Source: an optimization exercise on an open RTL-to-GDS flow (aim: small area, a short achievable clock period and few clock cycles per item). Production flows keep margins and buffers that such runs may drop.
The RTL of this run was laid out without a check of its function.
No activity file was given, so power comes from the tool's default toggle rates.

[flow/config.mk]
export PLATFORM = sky130hd
export DESIGN_NAME = slot_merge_unit
export DESIGN_NICKNAME = slot_merge_unit
export VERILOG_FILES = /design/flow/design.v
export SDC_FILE = /design/flow/constraint.sdc
export NUM_CORES = 8
export LEC_CHECK = 0
export CAP_MARGIN = 20
export CORE_MARGIN = 2
export CORE_UTILIZATION = 40
export PLACE_DENSITY = 0.6
export SETUP_SLACK_MARGIN = 2.0
export SLEW_MARGIN = 20
[flow/run.sh]
#!/bin/bash
# synth_recipe.tcl (not shown) runs the flow's synth.tcl, then flattens the netlist and writes it again
# the make line also repeats each setting of config.mk as NAME=value (left out here)
make -C /OpenROAD-flow-scripts/flow DESIGN_CONFIG=/design/flow/config.mk WORK_HOME=/design/flow/orfs CLKGATE_MAP_FILE= SYNTH_SCRIPT=/design/flow/synth_recipe.tcl finish
[flow/constraint.sdc]
create_clock -name core_clock -period 22.0 [get_ports {clk}]
set_input_delay 4.4000 -clock core_clock [delete_from_list [all_inputs] [get_ports {clk}]]
set_output_delay 4.4000 -clock core_clock [all_outputs]
set_load 0.01 [all_outputs]
[flow/design.v]
module merge_alu (
    input  wire [63:0] a,         
    input  wire [63:0] xr,        
    input  wire [1:0]  lane,      
    input  wire [2:0]  tgt,       
    input  wire        sub,       
    input  wire        sgn,       
    output wire [63:0] s,         
    output wire [7:0]  ge,        
    output wire [7:0]  ovf,       
    output wire [7:0]  aneg,      
    output wire        cout_t,    
    output wire        ovf_t      
);
    reg [63:0] start, msb;
    integer i;
    always @* begin
        for (i = 0; i < 64; i = i + 1) begin
            case (lane)
                2'd0: begin start[i] = (i % 8  == 0); msb[i] = (i % 8  == 7);  end
                2'd1: begin start[i] = (i % 16 == 0); msb[i] = (i % 16 == 15); end
                2'd2: begin start[i] = (i % 32 == 0); msb[i] = (i % 32 == 31); end
                default: begin start[i] = (i == 0); msb[i] = (i == 63); end
            endcase
        end
    end
    wire [63:0] fl = msb & {64{sgn}};
    wire [63:0] aa = a ^ fl;
    wire [63:0] bb = xr ^ fl ^ {64{sub}};
    wire [63:0] p  = aa ^ bb;
    wire [63:0] g  = aa & bb;
    wire [63:0] g0 = g | (p & start & {64{sub}});
    wire [63:0] p0 = p & ~start;
    wire [63:0] gk [0:6];
    wire [63:0] pk [0:6];
    assign gk[0] = g0;
    assign pk[0] = p0;
    genvar l, j;
    generate
        for (l = 0; l < 6; l = l + 1) begin : lvl
            for (j = 0; j < 64; j = j + 1) begin : bt
                if (j >= (1 << l)) begin : cmb
                    assign gk[l+1][j] = gk[l][j] | (pk[l][j] & gk[l][j - (1 << l)]);
                    assign pk[l+1][j] = pk[l][j] & pk[l][j - (1 << l)];
                end else begin : pas
                    assign gk[l+1][j] = gk[l][j];
                    assign pk[l+1][j] = pk[l][j];
                end
            end
        end
    endgenerate
    wire [63:0] co = gk[6];
    wire [63:0] ci = ({co[62:0], 1'b0} & ~start) | (start & {64{sub}});
    assign s = p ^ ci;
    wire [7:0] cend, cmsb, amsb, bmsb;
    genvar k;
    generate
        for (k = 0; k < 8; k = k + 1) begin : byt
            assign cend[k] = co[8*k+7];
            assign cmsb[k] = ci[8*k+7];
            assign amsb[k] = a[8*k+7];
        end
    endgenerate
    wire [7:0] vend = cend ^ cmsb;
    generate
        for (k = 0; k < 8; k = k + 1) begin : sel
            wire [2:0] t1 = k | 1, t3 = k | 3;
            assign ge[k]   = (lane == 2'd0) ? cend[k] : (lane == 2'd1) ? cend[t1] :
                             (lane == 2'd2) ? cend[t3] : cend[7];
            assign ovf[k]  = (lane == 2'd0) ? vend[k] : (lane == 2'd1) ? vend[t1] :
                             (lane == 2'd2) ? vend[t3] : vend[7];
            assign aneg[k] = (lane == 2'd0) ? amsb[k] : (lane == 2'd1) ? amsb[t1] :
                             (lane == 2'd2) ? amsb[t3] : amsb[7];
        end
    endgenerate
    assign cout_t = cend[tgt];
    assign ovf_t  = vend[tgt];
endmodule
module slot_merge_unit (
    input  wire        clk,
    input  wire        rst,
    input  wire        in_valid,
    output wire        in_ready,
    input  wire        in_first,
    input  wire        in_last,
    input  wire [63:0] in_v,
    input  wire        in_t,
    input  wire        in_f,
    input  wire [1:0]  in_lane,
    input  wire [2:0]  in_action,
    input  wire [3:0]  in_op,
    input  wire [5:0]  in_ofs,
    input  wire [5:0]  in_width_m1,
    input  wire        in_bad,
    input  wire        in_bad_policy,
    input  wire [63:0] in_x,
    output reg         out_valid,
    input  wire        out_ready,
    output reg  [63:0] out_v,
    output reg         out_t,
    output reg         out_f,
    output reg         out_collide,
    output reg         out_invalid,
    output reg         out_saturated,
    output reg  [3:0]  out_skipped
);
    localparam ACT_WRITE = 3'd2, ACT_MERGE = 3'd3;
    reg        rdy_q;
    reg        s1v;
    reg [63:0] sx;
    reg [5:0]  sofs, swm1;
    reg [3:0]  sop;
    reg        swr, smg, sbad, sbp, sfirst, slast;
    reg [63:0] v0;
    reg        t0, f0;
    reg [1:0]  lane;
    assign in_ready = rdy_q;
    wire take = in_valid && rdy_q;
    always @(posedge clk) begin
        sx     <= in_x;
        sofs   <= in_ofs;
        swm1   <= in_width_m1;
        sop    <= in_op;
        swr    <= (in_action == ACT_WRITE);
        smg    <= (in_action == ACT_MERGE);
        sbad   <= in_bad;
        sbp    <= in_bad_policy;
        sfirst <= in_first;
        slast  <= in_last;
        if (take && in_first) begin
            v0   <= in_v;
            t0   <= in_t;
            f0   <= in_f;
            lane <= in_lane;
        end
    end
    reg [63:0] acc;
    reg        any_wr_q, wbad_q, bpi_q, done_q, sat_q;
    reg [3:0]  skip_q;
    reg        acc_done;
    wire op_or   = (sop == 4'h0);
    wire op_and  = (sop == 4'h1);
    wire op_min  = (sop == 4'h2) || (sop == 4'h3);
    wire op_max  = (sop == 4'h4) || (sop == 4'h5);
    wire op_sgn  = (sop == 4'h3) || (sop == 4'h5);
    wire op_fst  = (sop == 4'h6);
    wire op_bset = (sop == 4'h7);
    wire op_sumu = (sop == 4'h8) || (sop == 4'hA);
    wire op_sums = (sop == 4'h9);
    wire op_cnt  = (sop == 4'hA);
    wire op_xor  = (sop == 4'hB);
    wire op_lane = op_min || op_max || op_sumu || op_sums;
    reg [5:0] lm1;
    always @* begin
        case (lane)
            2'd0: lm1 = 6'd7;
            2'd1: lm1 = 6'd15;
            2'd2: lm1 = 6'd31;
            default: lm1 = 6'd63;
        endcase
    end
    reg [63:0] xr;
    integer i;
    always @* begin
        for (i = 0; i < 64; i = i + 1) begin
            case (lane)
                2'd0: xr[i] = op_cnt ? (i % 8  == 0) & sx[0] : sx[i % 8];
                2'd1: xr[i] = op_cnt ? (i % 16 == 0) & sx[0] : sx[i % 16];
                2'd2: xr[i] = op_cnt ? (i % 32 == 0) & sx[0] : sx[i % 32];
                default: xr[i] = op_cnt ? (i == 0) & sx[0] : sx[i];
            endcase
        end
    end
    wire [63:0] s;
    wire [7:0]  ge, ovf, aneg;
    wire        cout_t, ovf_t;
    merge_alu u_alu (
        .a(v0), .xr(xr), .lane(lane), .tgt(sofs[5:3] | lm1[5:3]),
        .sub(op_min || op_max), .sgn(op_sgn),
        .s(s), .ge(ge), .ovf(ovf), .aneg(aneg), .cout_t(cout_t), .ovf_t(ovf_t)
    );
    wire       mg_bset = smg && op_bset;
    wire [5:0] lo = mg_bset ? sx[5:0] : sofs;
    wire [5:0] hi = mg_bset ? sx[5:0] : (smg && op_lane) ? (sofs | lm1) : (sofs + swm1);
    wire [63:0] xs = sx << sofs;
    reg [63:0] fld, lmsb;
    always @* begin
        for (i = 0; i < 64; i = i + 1) begin
            fld[i] = (i >= lo) && (i <= hi);
            case (lane)
                2'd0: lmsb[i] = (i % 8  == 7);
                2'd1: lmsb[i] = (i % 16 == 15);
                2'd2: lmsb[i] = (i % 32 == 31);
                default: lmsb[i] = (i == 63);
            endcase
        end
    end
    reg [63:0] f;
    always @* begin
        for (i = 0; i < 64; i = i + 1) begin
            if (swr || op_fst)
                f[i] = xs[i];
            else if (op_or)
                f[i] = v0[i] | xs[i];
            else if (op_and)
                f[i] = v0[i] & xs[i];
            else if (op_xor)
                f[i] = v0[i] ^ xs[i];
            else if (op_bset)
                f[i] = 1'b1;
            else if (op_min)
                f[i] = ge[i/8] ? xr[i] : v0[i];
            else if (op_max)
                f[i] = ge[i/8] ? v0[i] : xr[i];
            else if (op_sums)
                f[i] = ovf[i/8] ? (lmsb[i] ? aneg[i/8] : !aneg[i/8]) : s[i];
            else
                f[i] = ge[i/8] | s[i];    
        end
    end
    wire bpi_cur  = !sfirst && bpi_q;
    wire contrib  = !(op_fst && t0) && !(op_bset && sx[7]);
    wire apply    = smg && !sbad && contrib;
    wire en       = (swr && !t0) || (apply && !bpi_cur);
    wire zero_b   = swr && !t0 && (sfirst || !any_wr_q);
    wire v0_b     = !zero_b && (sfirst || (smg && sbad && sbp));
    wire [63:0] base = zero_b ? 64'd0 : v0_b ? v0 : acc;
    wire [63:0] fm   = fld & {64{en}};
    wire [63:0] nv   = (fm & f) | (~fm & base);
    wire sat_t = (op_sumu && cout_t) || (op_sums && ovf_t);
    wire [63:0] acc_n    = s1v ? nv : acc;
    wire        any_wr_n = s1v ? ((!sfirst && any_wr_q) || swr) : any_wr_q;
    wire        wbad_n   = s1v ? ((!sfirst && wbad_q) || (swr && sbad)) : wbad_q;
    wire        bpi_n    = s1v ? (bpi_cur || (smg && sbad && sbp)) : bpi_q;
    wire        done_n   = s1v ? ((!sfirst && done_q) || apply) : done_q;
    wire        sat_n    = s1v ? ((!sfirst && sat_q) || (apply && sat_t)) : sat_q;
    wire [3:0]  skip_n   = s1v ? ((sfirst ? 4'd0 : skip_q) + {3'd0, smg && sbad}) : skip_q;
    wire out_free = !out_valid || out_ready;
    wire fin      = s1v && slast;
    wire load     = out_free && (acc_done || fin);
    wire acc_done_n = (acc_done || fin) && !out_free;
    wire out_valid_n = load || (out_valid && !out_ready);
    wire s1v_n    = take;
    always @(posedge clk) begin
        acc      <= acc_n;
        any_wr_q <= any_wr_n;
        wbad_q   <= wbad_n;
        bpi_q    <= bpi_n;
        done_q   <= done_n;
        sat_q    <= sat_n;
        skip_q   <= skip_n;
        if (load) begin
            out_v         <= acc_n;
            out_t         <= t0 || any_wr_n || bpi_n || done_n;
            out_f         <= any_wr_n ? (t0 ? f0 : !wbad_n) : (f0 && !bpi_n);
            out_collide   <= any_wr_n && t0;
            out_invalid   <= (any_wr_n && !t0 && wbad_n) || bpi_n;
            out_saturated <= sat_n && !bpi_n;
            out_skipped   <= bpi_n ? 4'd0 : skip_n;
        end
        if (rst) begin
            s1v       <= 1'b0;
            acc_done  <= 1'b0;
            out_valid <= 1'b0;
            rdy_q     <= 1'b1;
        end else begin
            s1v       <= s1v_n;
            acc_done  <= acc_done_n;
            out_valid <= out_valid_n;
            rdy_q     <= !acc_done_n && !(s1v_n && in_last && out_valid_n);
        end
    end
endmodule
==> run summary <==
clk root buf=clkbuf_16; async set-reset flop share out of synthesis=0%; # H-tree levels=2; fin. max-slew vios=0; Routed WL=161,600 um; DP Worst Slack=14.29 ns; Slew @ Worst Pin=1.364 ns; IO Pins=234; share of layout cells above drive strength 1=8.279%; Int Pwr=1.389 mW; routed vias=32,420; Setup TNS=0 ns; Slew HR=8.133%; Num CTS Buffers=39; DR WL/cell=33.57 um; status=complete, no violations; Antenna Nets Post-Route=0; antenna violations before repair=3; Initial DRC Count=4,948; Critical Path Start Type=flip-flop; fin nets=4,188; Period Utilization, post-route=36.88%; min cycle time layout=8.114 ns; VDD IR-drop max=0.06259 mV; register area share after synthesis=25.62%; TritonCTS clock tree=done; HP Class=flip-flop to flip-flop; Fin Clk Skew=0.02505 ns; Worst EP arrival=8.53 ns; RSZ-0062 raised after global routing=no; register bit total from synthesis=304; Detail Placement HPWL=124,700 um; GPL Wtd Cong=1.048; multi-input logic area=20,310 um^2; first-pass GRT wire length=223,500 um; Via-to-Cell Ratio=6.735; Lkg Pwr=13.60 nW; Yosys cell types=100; post-cts hold buffer count=0; Psw=1.061 mW; Die Ht=274.5 um; predominant post-synthesis flop cell=dfxtp_1; fin util=46.82%; worst r2r src=lane[0]; Yosys top cell area share=14.47%; clock buffer depth=3; synthesized cell area=29,270 um^2; top cell type by total area after synthesis=edfxtp_1; filler cell count=7,247; initial cell density of the core=40.25%; GRT Total Usage=41.79%; Pwr Density=71.96 nW/um^2; Clock Latency Late Sink=0.60 ns; crit path max fanout=39; CTS Sinks=304; largest net degree at the start of global routing=107; Post-synth EDFFs=141; clock share of power=27.7%; cells after synthesis=3,693; Final setup viols=0; FMAX=123.2 MHz; Syn-to-layout area delta=16.34%; Seq pwr share=28.4%; Mean Syn Cell Area=7.925 um^2; number of port buffers=233; Crit Path Class=flip-flop to flip-flop; YS warnings=2; Fin. Hold Viols=0; TritonRoute pass-1 iters=7; most common cell after layout, fill and taps aside=nand2_1; WP data required=22.42 ns; # DRC=0; gr ovfl total=0; combinational share of power=43.9%; HP Start=done_q; CTS clk-pin slew, worst paths=0.06 ns; Post-CTS Resized=0; start point of the critical path=lane[0]; vias in the first global route=29,070; chip width=274.5 um; Max-Cap Viols=0; Mapped Nets=4,059; most frequent cells in the layout=nand2_1, nor2_1, a21oi_1, o21ai_0, clkdlybuf4s50_1; switch share=43.30%; register area=7512 um^2; endpoint kind of the worst setup timing path=flip-flop; Core ar.=72,710 um^2; ranking of synthesized cells by area=edfxtp_1, dfxtp_1, ha_1, nand2_1, a21oi_1; FP Rows=99; die footprint=75,340 um^2; post-route setup slack=13.89 ns; total setup buffers inserted after CTS=0
-- state kept, by name, summed over array words and instances (netlist names), 2 cells and up --
signal and cells:
v0 64, lane 2, acc 64, skip_q 4
sop 4, out_v 64, sofs 6, out_skipped 4
sx 64, swm1 6
-- per-layer routing --
layer  vias up  global-route usage (%)  part of all wire (%)  wire (um)
li1      13910                       -                     -          -
met1     15520                   55.41                    39      62260
met2      2532                   56.69                    39      62530
met3       451                   15.12                    15      24180
met4         2                   26.70                   7.8      12590
met5         -                       0                0.0056          9
-- final cells by class --
class | instances | area share [%]
diodes | 1 | 0.007350
clock buffers | 56 | 3.388
inverters | 162 | 1.786
clock inverters | 16 | 0.4998
well taps | 959 | 3.524
flip-flops and latches | 304 | 22.06
multi-input cells | 2983 | 59.66
repair buffers | 332 | 9.070
-- cell families (layout without fill, tap and decap cells) --
kind of cell | after synthesis | after routing | synth area share, %
XOR/XNOR | 148 | 148 | 4.532
AND/OR/NAND/NOR | 1210 | 1210 | 18.32
AO/OA/AOI/OAI | 1183 | 1183 | 26.72
buffers and inverters | 406 | 566 | 5.301
adder cells (fa/ha/maj) | 207 | 207 | 8.901
other | 0 | 1 | 0
multiplexers | 235 | 235 | 10.61
flip-flops | 304 | 304 | 25.62
-- critical path, cell delays in order, from the launching register on --
cell and delay [ns]:
edfxtp_1 0.45, inv_1 0.15, ha_2 0.55, or2_2 0.78, a32oi_1 0.08, o21ai_0 1.09, xnor2_1 0.18, ha_1 0.31
a2111oi_0 0.40, o31ai_1 0.17, a31oi_1 0.41, a211oi_1 0.13, o31a_1 0.35, or3_1 0.72, xnor2_2 0.71, o22ai_2 0.30
o32ai_2 0.63, o21ai_0 0.23, a21oi_1 0.25
-- power groups by stage --
stage	Sequential (mW)	Clock [mW]	Combinational (mW)
detailed placement	0.703	0	1.01
global route	0.696	0.706	1.11
global placement	0.703	0	1.02
finish	0.696	0.679	1.08
floorplan	0.683	0	0.618
CTS	0.691	0.684	1.01
-- cells in the mapped netlist, types with 21 or more instances --
| cell type | count |
|---|---|
| nor2b_1 | 38 |
| mux2_2 | 21 |
| and3_1 | 28 |
| nand3_1 | 77 |
| nand2b_1 | 25 |
| o22ai_1 | 29 |
| edfxtp_1 | 141 |
| o21ai_0 | 267 |
| o2111ai_1 | 28 |
| clkbuf_1 | 194 |
| a221oi_1 | 51 |
| nor2_1 | 327 |
| a21oi_1 | 312 |
| buf_1 | 35 |
| nor3_1 | 63 |
| a211oi_1 | 58 |
| a221o_1 | 25 |
| a22oi_1 | 36 |
| o211ai_1 | 50 |
| a31oi_1 | 47 |
| mux4_2 | 58 |
| nand2_1 | 524 |
| xor2_1 | 38 |
| ha_1 | 205 |
| inv_1 | 159 |
| a21o_1 | 45 |
| dfxtp_1 | 163 |
| o221ai_1 | 31 |
| mux2i_1 | 156 |
| xnor2_1 | 106 |
-- final timing paths --
kind	cells after the start	slack (ns)	to
max	18	13.89	out_v[35]
min	1	0.47	done_q
max reg2reg	18	13.89	out_v[35]
min reg2reg	1	0.47	done_q
-- through the flow --
| step | power, mW | instances | cell area, um^2 | hold slack, ns |
|---|---|---|---|---|
| 2_1_floorplan | 1.301 | 3693 | 29270 | 0.4254 |
| 3_3_place_gp | 1.720 | 4739 | 32710 | 0.4512 |
| 3_5_place_dp | 1.712 | 4739 | 32710 | 0.4506 |
| 4_1_cts | 2.389 | 4811 | 34040 | 0.4639 |
| 5_1_grt | 2.516 | 4812 | 34040 | 0.4989 |
| 6_report | 2.450 | 4813 | 34050 | 0.4673 |

[separate check: timing with driven ports]
No port has a modelled driver above. Below, the same layout with a new extraction and two added sets of constraints. Step 1: set_driving_cell puts a clkbuf_16 on clk and a buf_2 on each other input, an assumption about the parent block. Step 2 adds t to the input delays and takes it off the output delays; t is the mean of the earliest and latest rising clock arrival at the registers after step 1. Input paths then give back, and output paths get back, about the clock's delay inside the block. Slacks: no drivers / after step 1 / after step 2; pairs: no drivers / after step 1.
t, ns: 0.649
setup WS [ns]: 13.886 / 13.886 / 13.886
hold WS [ns]: 0.467 / 0.467 / 0.467
clock arrival spread, ns: 0.026 / 0.026
worst register clock-pin slew, ns: 0.07 / 0.07
After both steps this run still meets setup and hold. The setup slack of this run moves by 0.000 ns with the drivers and by 0.000 ns with both steps.
